Source: an optimization exercise on an open RTL-to-GDS flow (aim: small area, a short achievable clock period and few clock cycles per item). Production flows keep margins and buffers that such runs may drop. The RTL was checked by simulation tests, not by an equivalence proof against the original design.

==> inputs of build 57 <==
==> flow/design.v (excerpt) <==
module dec_screen (
    input  wire        clk,
    input  wire        rst,           
    input  wire        cfg_mode3,     
    input  wire [15:0] cfg_vol1,
    input  wire [15:0] cfg_vol2,
    input  wire [15:0] cfg_vol3,
    input  wire [15:0] cfg_vol4,
    input  wire [15:0] cfg_vol5,
    input  wire [15:0] cfg_vol6,
    input  wire [7:0]  cfg_werr,      
    input  wire [7:0]  cfg_w1,        
    input  wire [7:0]  cfg_w2,        
    input  wire        in_valid,
    output wire        in_ready,
    input  wire [15:0] in_cv,         
    input  wire [7:0]  in_gain,       
    input  wire [15:0] in_thr,        
    input  wire [1:0]  in_st,         
    input  wire        in_cr,         
    input  wire        in_sol,        
    input  wire        in_eol,        
    output reg         out_valid,
    input  wire        out_ready,
    output reg  [2:0]  out_level
);
clock: 100.0 ns
lec_check: 0
abc_area: 1
cap_margin: 20
core_margin: 2
core_utilization: 65
place_density: 0.75
setup_slack_margin: 2
slew_margin: 20
standard.sh (not shown) runs the stock make flow with config.mk's settings and CLKGATE_MAP_FILE= SYNTH_SCRIPT=/design/flow/synth_recipe.tcl, a recipe that flattens the netlist after the stock synthesis.
==> flow/flow/run.sh <==
#!/bin/bash
# The standard layout, with plain buffers (not delay buffers) on the ports.
set -euo pipefail
bash standard.sh BUFFER_PORTS_ARGS="-buffer_cell sky130_fd_sc_hd__buf_2" finish > standard_flow.log 2>&1
==> trial 16: changes against build 57 <==
--- a/flow/design.v
+++ b/flow/design.v
@@ -34,17 +34,11 @@
     wire top = c7 | (~mode3 & c3);        
     wire [15:0] lo = c7 ? 16'hffff : c6 ? vol6 : c5 ? vol5 : c4 ? vol4 :
                      c3 ? vol3 : c2 ? vol2 : c1 ? vol1 : 16'd0;
     assign den = c6 ? den6 : c5 ? den5 : c4 ? den4 : c3 ? den3 :
                  c2 ? den2 : c1 ? den1 : den0;
-    generate
-        if (FAST) begin : g_rf
-            assign r = y - lo;
-        end else begin : g_rs
-            dec_radd #(.W(16)) u_r (.a(y), .b(~lo), .ci(1'b1), .s(r));
-        end
-    endgenerate
+    assign r   = y - lo;
     wire ge;
     generate
         if (FAST) begin : g_fast
             dec_mcmp u_mcmp (.r(r), .t(t), .den(den), .ge(ge));
         end else begin : g_small
@@ -52,49 +46,10 @@
         end
     endgenerate
     assign up    = ~top & ge;
     assign level = k + {2'b00, up};
 endmodule
-module dec_radd #(
-    parameter W = 16
-) (
-    input  wire [W-1:0] a,
-    input  wire [W-1:0] b,
-    input  wire         ci,
-    output wire [W-1:0] s
-);
-    wire [W:0] c;
-    assign c[0] = ci;
-    genvar i;
-    generate
-        for (i = 0; i < W; i = i + 1) begin : g_bit
-            assign s[i]   = a[i] ^ b[i] ^ c[i];
-            assign c[i+1] = (a[i] & b[i]) | (a[i] & c[i]) | (b[i] & c[i]);
-        end
-    endgenerate
-endmodule
-module dec_radd3 #(
-    parameter W = 16
-) (
-    input  wire [W-1:0] a,
-    input  wire [W-1:0] b,
-    input  wire [W-1:0] c,
-    output wire [W-1:0] s
-);
-    wire [W-1:0] x, y;
-    genvar i;
-    generate
-        for (i = 0; i < W; i = i + 1) begin : g_csa
-            assign x[i] = a[i] ^ b[i] ^ c[i];
-            if (i + 1 < W) begin : g_c
-                assign y[i+1] = (a[i] & b[i]) | (a[i] & c[i]) | (b[i] & c[i]);
-            end
-        end
-    endgenerate
-    assign y[0] = 1'b0;
-    dec_radd #(.W(W)) u_add (.a(x), .b(y), .ci(1'b0), .s(s));
-endmodule
 module dec_mcmp (
     input  wire [15:0] r,
     input  wire [15:0] t,
     input  wire [15:0] den,
     output wire        ge
@@ -1371,16 +1326,15 @@
         v4 <= cfg_vol4; v5 <= cfg_vol5; v6 <= cfg_vol6;
         werr <= cfg_werr; w1 <= cfg_w1; w2 <= cfg_w2;
     end
     wire [15:0] v3e = m3 ? v3 : 16'hffff;
     wire [15:0] dn0 = v1;
-    wire [15:0] dn1, dn2, dn3, dn4, dn5;
-    dec_radd #(.W(16)) u_dn1 (.a(v2),  .b(~v1), .ci(1'b1), .s(dn1));
-    dec_radd #(.W(16)) u_dn2 (.a(v3e), .b(~v2), .ci(1'b1), .s(dn2));
-    dec_radd #(.W(16)) u_dn3 (.a(v4),  .b(~v3), .ci(1'b1), .s(dn3));
-    dec_radd #(.W(16)) u_dn4 (.a(v5),  .b(~v4), .ci(1'b1), .s(dn4));
-    dec_radd #(.W(16)) u_dn5 (.a(v6),  .b(~v5), .ci(1'b1), .s(dn5));
+    wire [15:0] dn1 = v2 - v1;
+    wire [15:0] dn2 = v3e - v2;
+    wire [15:0] dn3 = v4 - v3;
+    wire [15:0] dn4 = v5 - v4;
+    wire [15:0] dn5 = v6 - v5;
     wire [15:0] dn6 = ~v6;
     function [15:0] vol_of;
         input [2:0] lv;
         begin
             case (lv)
@@ -1393,48 +1347,37 @@
                 3'd6: vol_of = v6;
                 default: vol_of = 16'hffff;
             endcase
         end
     endfunction
-    reg        rst_q;
-    always @(posedge clk)
-        rst_q <= rst;
     reg        in_rdy;
-    reg  [3:0] n_acc, n_del;
+    reg  [7:0] ct;
     assign     in_ready = in_rdy;
     wire       acc = in_valid & in_rdy;
     wire       del = out_valid & out_ready;
-    wire [3:0] n_fl   = n_acc - n_del;
-    wire       rdy_up = (n_fl <= NSLOT - 2);
-    wire       rdy_eq = (n_fl <= NSLOT - 1);
     always @(posedge clk) begin
-        if (acc)
-            n_acc <= n_acc + 4'd1;
-        if (del)
-            n_del <= n_del + 4'd1;
-        if (rst_q) begin
-            n_acc <= 4'd0;
-            n_del <= 4'd0;
+        if (acc & ~del) begin
+            ct     <= {ct[6:0], 1'b1};
+            in_rdy <= ~ct[NSLOT - 2];
+        end else if (del & ~acc) begin
+            ct     <= {1'b0, ct[7:1]};
+            in_rdy <= 1'b1;
+        end else begin
+            in_rdy <= ~ct[NSLOT - 1];
         end
-        if (rst)
-            in_rdy <= 1'b0;
-        else if (rst_q)
+        if (rst) begin
+            ct     <= 8'd0;
             in_rdy <= 1'b1;
-        else
-            case ({acc, del})
-                2'b10:   in_rdy <= rdy_up;
-                2'b01:   in_rdy <= 1'b1;
-                default: in_rdy <= rdy_eq;
-            endcase
+        end
     end
     reg        i_v;
     reg [15:0] i_cv, i_thr;
     reg [7:0]  i_g;
     reg [1:0]  i_st;
     reg        i_cr, i_sol, i_eol;
     always @(posedge clk) begin
-        i_v   <= acc;                        
+        i_v   <= acc & ~rst;
         i_cv  <= in_cv;
         i_g   <= in_gain;
         i_thr <= in_thr;
         i_st  <= in_st;
         i_cr  <= in_cr;
@@ -1444,11 +1387,11 @@
     wire [23:0] dg;
     dec_mul16x8 u_gain (.a(i_cv), .b(i_g), .p(dg));
     reg        a_v, a_rs, a_sol, a_eol, a_dead, a_ok, a_dnz;
     reg [15:0] a_d, a_thr;
     always @(posedge clk) begin
-        a_v    <= i_v;
+        a_v    <= i_v & ~rst;
         a_d    <= dg[23] ? 16'hffff : dg[22:7];
         a_dnz  <= |dg[23:7];
         a_thr  <= i_thr;
         a_rs   <= i_cr | i_sol;
         a_sol  <= i_sol;
@@ -1466,19 +1409,18 @@
         .mode3(m3),
         .vol1(v1), .vol2(v2), .vol3(v3e), .vol4(v4), .vol5(v5), .vol6(v6),
         .den0(dn0), .den1(dn1), .den2(dn2), .den3(dn3), .den4(dn4), .den5(dn5), .den6(dn6),
         .y(xc), .t(a_thr), .level(q1), .r(q1_r), .den(q1_den), .up(q1_up)
     );
-    wire [23:0] pa   = q1_r * werr;                   
-    wire [15:0] nb   = q1_den - q1_r;                 
-    wire [24:0] pm1  = {9'd0, nb} * {17'd0, werr} - 25'd1;    
-    wire [16:0] ea   = pa[23:8];                      
-    wire [15:0] qb   = pm1[23:8];                     
-    wire signed [15:0] e_a = (ea > 17'd16384) ? 16'sd16384 : $signed(ea[15:0]);
-    wire signed [15:0] e_b = pm1[24]       ? 16'sd0 :      
-                             (|qb[15:14]) ? -16'sd16384 : $signed(~qb);
-    wire signed [15:0] e_nxt = !a_dnz ? 16'sd0 : q1_up ? e_b : e_a;
+    wire signed [16:0] err   = q1_up ? $signed({1'b0, q1_r}) - $signed({1'b0, q1_den})
+                                     : $signed({1'b0, q1_r});
+    wire signed [25:0] err_w = err * $signed({1'b0, werr});
+    wire signed [17:0] err_s = err_w[25:8];   
+    wire signed [15:0] e_nxt = !a_dnz                ? 16'sd0 :
+                               (err_s >  18'sd16384) ? 16'sd16384 :
+                               (err_s < -18'sd16384) ? -16'sd16384 :
+                               err_s[15:0];
     always @(posedge clk)
         if (a_v)
             e_reg <= e_nxt;
     reg        w_v   [0:2];
     reg        w_sol [0:1];
@@ -1496,13 +1438,12 @@
     dec_mul16x8 u_p2 (.a(v0), .b(w2), .p(p2));
     wire [15:0] s1_0 = w0_dead ? p1[23:8] : 16'd0;
     wire [15:0] s2_0 = w0_dead ? p2[23:8] : 16'd0;
     wire        l1   = ~w_sol[0] & w_v[1];
     wire        l2   = l1 & ~w_sol[1] & w_v[2];
-    wire [17:0] yl0;
-    dec_radd3 #(.W(18)) u_yl0 (.a({2'b00, v0}), .b(l1 ? {2'b00, w1_s1} : 18'd0),
-                               .c(l2 ? {2'b00, w_s2[2]} : 18'd0), .s(yl0));
+    wire [17:0] yl0  = {2'b00, v0} + (l1 ? {2'b00, w1_s1} : 18'd0)
+                                   + (l2 ? {2'b00, w_s2[2]} : 18'd0);
     wire wfull = a_v | (w_v[0] & w_eol[0]) | (w_v[1] & w_eol[1] & ~w_v[0]);
     wire wsh   = wfull | (w_v[1] & w_eol[1]);
     reg  f_go;
     always @(posedge clk) begin
         if (wsh) begin
@@ -1528,27 +1469,26 @@
             w0_dead  <= a_dead;
             w0_lvl   <= a_dnz ? q1 : 3'd0;
             w_ok[0]  <= a_ok & a_dnz;
             w_thr[0] <= a_thr;
         end
-        if (rst_q) begin
+        if (rst) begin
             w_v[0] <= 1'b0;
             w_v[1] <= 1'b0;
             w_v[2] <= 1'b0;
         end
-        f_go <= wsh & w_v[1] & ~rst_q;
+        f_go <= wsh & w_v[1] & ~rst;
     end
     wire        r1   = w_v[1] & ~w_eol[2];
     wire        r2   = r1 & w_v[0] & ~w_eol[1];
-    wire [18:0] ysum;
-    dec_radd3 #(.W(19)) u_ysum (.a({1'b0, w_yl[2]}), .b(r1 ? {3'b000, w1_s1} : 19'd0),
-                                .c(r2 ? {3'b000, s2_0} : 19'd0), .s(ysum));
+    wire [18:0] ysum = {1'b0, w_yl[2]} + (r1 ? {3'b000, w1_s1} : 19'd0)
+                                       + (r2 ? {3'b000, s2_0} : 19'd0);
     wire [15:0] yq   = (ysum[18:16] != 3'b000) ? 16'hffff : ysum[15:0];
     reg        g_v, g_ok;
     reg [15:0] g_y, g_thr;
     always @(posedge clk) begin
-        g_v   <= f_go & ~rst_q;
+        g_v   <= f_go & ~rst;
         g_ok  <= w_ok[2];
         g_y   <= yq;
         g_thr <= w_thr[2];
     end
     wire [2:0]  q2;
@@ -1576,13 +1516,12 @@
             if (~q_emp)
                 q_rd <= q_rd1;
         end
         if (g_v & ~(out_free & q_emp))
             q_wr <= q_wr1;
-        if (rst_q) begin
+        if (rst) begin
+            out_valid <= 1'b0;
             q_rd <= 3'd0;
             q_wr <= 3'd0;
         end
-        if (rst | rst_q)
-            out_valid <= 1'b0;
     end
 endmodule
==> flow/run.sh (new file) <==
#!/bin/bash
# synth_recipe.tcl (not shown) runs the flow's synth.tcl, then flattens the netlist and writes it again
# the make line also repeats each setting of config.mk as NAME=value (left out here)
make -C /OpenROAD-flow-scripts/flow DESIGN_CONFIG=/design/flow/config.mk WORK_HOME=/design/flow/orfs CLKGATE_MAP_FILE= SYNTH_SCRIPT=/design/flow/synth_recipe.tcl finish
CORE_UTILIZATION = 40   (was 65)
PLACE_DENSITY = not set   (was 0.75)
removed: flow/flow/run.sh
removed: flow/standard.sh
==> build 45: changes against build 57 <==
==> flow/run.sh (new file) <==
#!/bin/bash
# synth_recipe.tcl (not shown) runs the flow's synth.tcl, then flattens the netlist and writes it again
# the make line also repeats each setting of config.mk as NAME=value (left out here)
make -C /OpenROAD-flow-scripts/flow DESIGN_CONFIG=/design/flow/config.mk WORK_HOME=/design/flow/orfs CLKGATE_MAP_FILE= SYNTH_SCRIPT=/design/flow/synth_recipe.tcl finish
removed: flow/flow/run.sh
removed: flow/standard.sh
==> comparison table <==
Met1 GRT Util: build 45 54.11%; build 57 53.41%; trial 16 35.76%
Post-route core utilization: build 45 70.97%; build 57 70.01%; trial 16 44.46%
Row count: build 45 109; build 57 109; trial 16 139
Post-route fraction of the period consumed by the critical path: build 45 21.53%; build 57 21.15%; trial 16 21.56%
# placed instances: build 45 7942; build 57 7955; trial 16 8989
CP Capture Point: build 45 out_valid; build 57 out_level[1]; trial 16 out_valid
Area of placed instances: build 45 61190 sq um; build 57 60410 sq um; trial 16 62060 sq um
Wire length on met1: build 45 69.17 mm; build 57 68.13 mm; trial 16 81.55 mm
Routed wire length on met3: build 45 19.92 mm; build 57 20.78 mm; trial 16 14.13 mm
Fraction of the mapped netlist area in adder cells: build 45 45.86%; build 57 45.86%; trial 16 41.48%
Via total after detailed routing: build 45 47200; build 57 46850; trial 16 47370
Top Layer Used: build 45 met5; build 57 met5; trial 16 met4
Share of cell area taken by flip-flops and latches: build 45 17.33%; build 57 17.56%; trial 16 17.02%
Share of layout cells above drive strength 1: build 45 3.319%; build 57 5.946%; trial 16 3.575%
Starting density of the core: build 45 65.73%; build 57 65.73%; trial 16 40.32%
Footprint of the multi-input gates: build 45 40660 sq um; build 57 40650 sq um; trial 16 40130 sq um
Global-route wire length before repair: build 45 275.4 mm; build 57 273.1 mm; trial 16 287.6 mm
Number of detailed-route iterations in the first pass: build 45 7; build 57 7; trial 16 8
Run status: build 45 finished clean; build 57 finished clean; trial 16 finished clean
Post-route worst setup slack: build 45 78.47 ns; build 57 78.85 ns; trial 16 78.44 ns
Post-detailed-route via-to-cell ratio: build 45 5.871; build 57 5.825; trial 16 5.210
Mapped Cells: build 45 6760; build 57 6760; trial 16 7025
Testbench counts of build 57, summed over its fixed seeds: cycles 31,525, items 31,469.
Testbench counts of trial 16, summed over its fixed seeds: cycles 31,525, items 31,469.
Testbench counts of build 45, summed over its fixed seeds: cycles 31,525, items 31,469.

[re-timing with driven ports]
The results above use ideal ports. As a check the final layouts listed here were re-extracted and re-timed, cells and wires unchanged.
Step 1: set_driving_cell puts a clkbuf_16 on clk and a buf_2 on each other input, an assumption about the parent block.
Step 2 also shifts input and output timing later by t, the mid clock arrival at the registers, as if the neighbouring blocks saw the same clock.
Slacks: ideal ports / drivers / drivers and shift; pairs: ideal ports / drivers.
run	shift t [ns]	slack for setup (ns)	worst setup path after step 2	worst data-port slew with drivers (ns)	pins driven straight from the clock port
build 57	0.719	78.854 / 78.781 / 78.912	input to register	0.04	1
trial 16	0.732	78.445 / 78.364 / 78.412	input to register	0.04	1
build 45	0.720	78.469 / 78.400 / 78.558	input to register	0.05	1
After both steps every run listed still meets setup and hold. The setup slack of trial 16, which loses most, moves by -0.081 ns with the drivers and by -0.033 ns with both steps.
